What follows belongs to an exercise in optimizing a design on an open flow for small area, a short achievable clock period and few clock cycles; a production flow would make more cautious choices.
At most, simulation tests tie the RTL to the original design; equivalence was not proved.

north:
## plane_hit
module plane_hit (
    input  wire               clk,
    input  wire               rst,
    input  wire               start,
    output wire               ready,
    input  wire signed [31:0] x2,
    input  wire signed [31:0] y2,
    input  wire signed [17:0] tx,
    input  wire signed [17:0] ty,
    input  wire signed [27:0] pz,
    input  wire signed [31:0] px,
    input  wire signed [31:0] py,
    input  wire        [15:0] cw,
    input  wire        [15:0] ch,
    input  wire        [14:0] wp,
    input  wire        [14:0] hp,
    output reg                done,
    output reg                hit,
    output reg         [13:0] u,
    output reg         [13:0] v
);
For scale: roughly 290 I/O pins.
==> flow/config.mk <==
export PLATFORM = sky130hd
export DESIGN_NAME = plane_hit
export DESIGN_NICKNAME = plane_hit
export VERILOG_FILES = /design/flow/design.v
export SDC_FILE = /design/flow/constraint.sdc
export NUM_CORES = 4
export LEC_CHECK = 0
export CAP_MARGIN = 20
export CORE_MARGIN = 2
export CORE_UTILIZATION = 40
export SLEW_MARGIN = 20
==> flow/constraint.sdc <==
create_clock -name core_clock -period 16.0 [get_ports {clk}]
set_input_delay 3.2000 -clock core_clock [delete_from_list [all_inputs] [get_ports {clk}]]
set_output_delay 3.2000 -clock core_clock [all_outputs]
set_load 0.01 [all_outputs]
standard.sh (not shown) runs the stock make flow with config.mk's settings and CLKGATE_MAP_FILE= SYNTH_SCRIPT=/design/flow/synth_recipe.tcl, a recipe that flattens the netlist after the stock synthesis.
==> flow/flow/run.sh <==
#!/bin/bash
set -euo pipefail
bash standard.sh SETUP_SLACK_MARGIN=10.5 finish > make_finish.log 2>&1
Testbench counts of north, summed over its fixed seeds: cycles 2,472.
The following lists how south was set up differently from north:
--- a/flow/design.v
+++ b/flow/design.v
@@ -13,19 +13,19 @@
     input  wire        [15:0] cw,
     input  wire        [15:0] ch,
     input  wire        [14:0] wp,
     input  wire        [14:0] hp,
     output reg                done,
     output reg                hit,
     output reg         [13:0] u,
     output reg         [13:0] v
 );
-    localparam [13:0] REGMASK = 14'b10_1010_1010_1010;
+    localparam [13:0] REGMASK = 14'b00_1010_1010_1010;
     assign ready = 1'b1;
     wire sx = tx[17] ^ pz[27];
     wire sy = ty[17] ^ pz[27];
     wire [18:0] tx_e = {tx, 1'b0};
     wire [18:0] ty_e = {ty, 1'b0};
     wire [28:0] pz_1 = {pz[27], pz};
     wire [28:0] pz_2 = {pz, 1'b0};
     wire [8:0]  bnx, bny;
     wire [260:0] bpx, bpy;     
@@ -813,20 +813,20 @@
     assign dx511 = dx422 ^ dx423 ^ ~px[29];
     assign dx512 = (dx422 & dx423) | (dx422 & ~px[29]) | (dx423 & ~px[29]);
     wire dx513, dx514;
     assign dx513 = dx424 ^ dx425 ^ ~px[30];
     assign dx514 = (dx424 & dx425) | (dx424 & ~px[30]) | (dx425 & ~px[30]);
     wire dx515, dx516;
     assign dx515 = dx426 ^ px[31];
     assign dx516 = dx426 & px[31];
     wire dx517, dx518;
-    assign dx517 = dx427 ^ ~sx;
-    assign dx518 = dx427 & ~sx;
+    assign dx517 = dx427 ^ sx;
+    assign dx518 = dx427 & sx;
     wire dx519, dx520;
     assign dx519 = dx428 ^ bpx[1] ^ 1'b1;
     assign dx520 = (dx428 & bpx[1]) | (dx428 & 1'b1) | (bpx[1] & 1'b1);
     wire dx521, dx522;
     assign dx521 = dx429 ^ bnx[1] ^ 1'b1;
     assign dx522 = (dx429 & bnx[1]) | (dx429 & 1'b1) | (bnx[1] & 1'b1);
     wire dx523, dx524;
     assign dx523 = dx430 ^ dx431 ^ 1'b1;
     assign dx524 = (dx430 & dx431) | (dx430 & 1'b1) | (dx431 & 1'b1);
@@ -1877,47 +1877,47 @@
     wire [46:0] tree_yb = {dy518, dy609, dy607, dy605, dy603, dy601, dy599, dy597, dy595, dy593, dy591, dy589, dy587, dy585, dy583, dy581, dy579, dy577, dy575, dy573, dy571, dy569, dy567, dy565, dy563, dy561, dy559, dy557, dy555, dy553, dy551, dy549, dy547, dy545, dy543, dy541, dy539, dy537, dy535, dy533, dy531, dy529, dy527, dy525, dy523, dy521, 1'b1};
     reg        v1;
     reg [46:0] t1xa, t1xb, t1ya, t1yb;
     reg [15:0] cw1, ch1;
     reg [14:0] wp1, hp1;
     always @(posedge clk) begin
         v1   <= start & ~rst;
         t1xa <= tree_xa;  t1xb <= tree_xb;
         t1ya <= tree_ya;  t1yb <= tree_yb;
-        cw1  <= ~cw;  ch1 <= ~ch;    
+        cw1  <= cw;  ch1 <= ch;
         wp1  <= wp;  hp1 <= hp;
     end
     wire [46:0] sum_x = t1xa + t1xb;
     wire [46:0] sum_y = t1ya + t1yb;
     wire        s2x = sum_x[46];
     wire        s2y = sum_y[46];
     wire [31:0] b2x = sum_x[45:14] ^ {32{s2x}};
     wire [31:0] b2y = sum_y[45:14] ^ {32{s2y}};
     localparam AW = 62;
     wire [AW-1:0] a2x = {b2x[28:13], b2x[12:0], cw1, wp1, s2x, ~|b2x[31:29]};
     wire [AW-1:0] a2y = {b2y[28:13], b2y[12:0], ch1, hp1, s2y, ~|b2y[31:29]};
     function [AW-1:0] dstep;
         input [AW-1:0] a;
         input          first;
-        reg [15:0] r, dn;
+        reg [15:0] r, d;
         reg [12:0] q;
         reg [16:0] t;
         reg [17:0] df;
         begin
-            r  = a[61:46];
-            q  = a[45:33];
-            dn = a[32:17];
+            r = a[61:46];
+            q = a[45:33];
+            d = a[32:17];
             if (first) begin
-                df = {2'b0, r} + {2'b11, dn} + 18'd1;
+                df = {2'b0, r} - {2'b0, d};
                 dstep = {a[61:1], a[0] & df[17]};
             end else begin
                 t  = {r, q[12]};
-                df = {1'b0, t} + {2'b11, dn} + 18'd1;
+                df = {1'b0, t} - {2'b0, d};
                 if (df[17])
                     dstep = {t[15:0], q[11:0], 1'b0, a[32:0]};
                 else
                     dstep = {df[15:0], q[11:0], 1'b1, a[32:0]};
             end
         end
     endfunction
     wire          vs  [0:14];
     wire [AW-1:0] sx_ [0:14];
[summary]
north → south: number of synthesized flops with an enable pin essentially unchanged, die area decreased 0.55%. south vs north, origin of the worst setup path: st[11].r.yr[18] vs tx[13]. south ends up with higher starting density of the core than north does.
Function not checked in south: the RTL went through the layout flow alone.

-- what the ideal ports hide --
How much do the figures lean on ideal ports? The routed layouts below were timed once more, with nothing changed but the port constraints.
Step 1 sets driving cells, clkbuf_16 on the clock port and buf_2 on the other inputs (assumed; they add their load-dependent delay and slew).
Step 2 moves the port delays by t, midway between the first and last clock arrival at a register: inputs arrive t later, outputs are due t later. That takes back most of the time a late clock gives input paths.
Slacks: no drivers / after step 1 / after step 2; pairs: no drivers / after step 1.
run | shift t [ns] | slack for setup (ns) | clock arrival spread, ns | worst slew at a driven data input, ns | pins driven straight from the clock port
north | 0.859 | 9.723 / 9.724 / 8.865 | 0.052 / 0.052 | 0.25 | 1
south | 0.818 | 9.381 / 9.381 / 8.800 | 0.043 / 0.043 | 0.21 | 1
After both steps setup and hold are still met in every run listed. The setup slack of north, which loses most, moves by +0.001 ns with the drivers and by -0.858 ns with both steps.
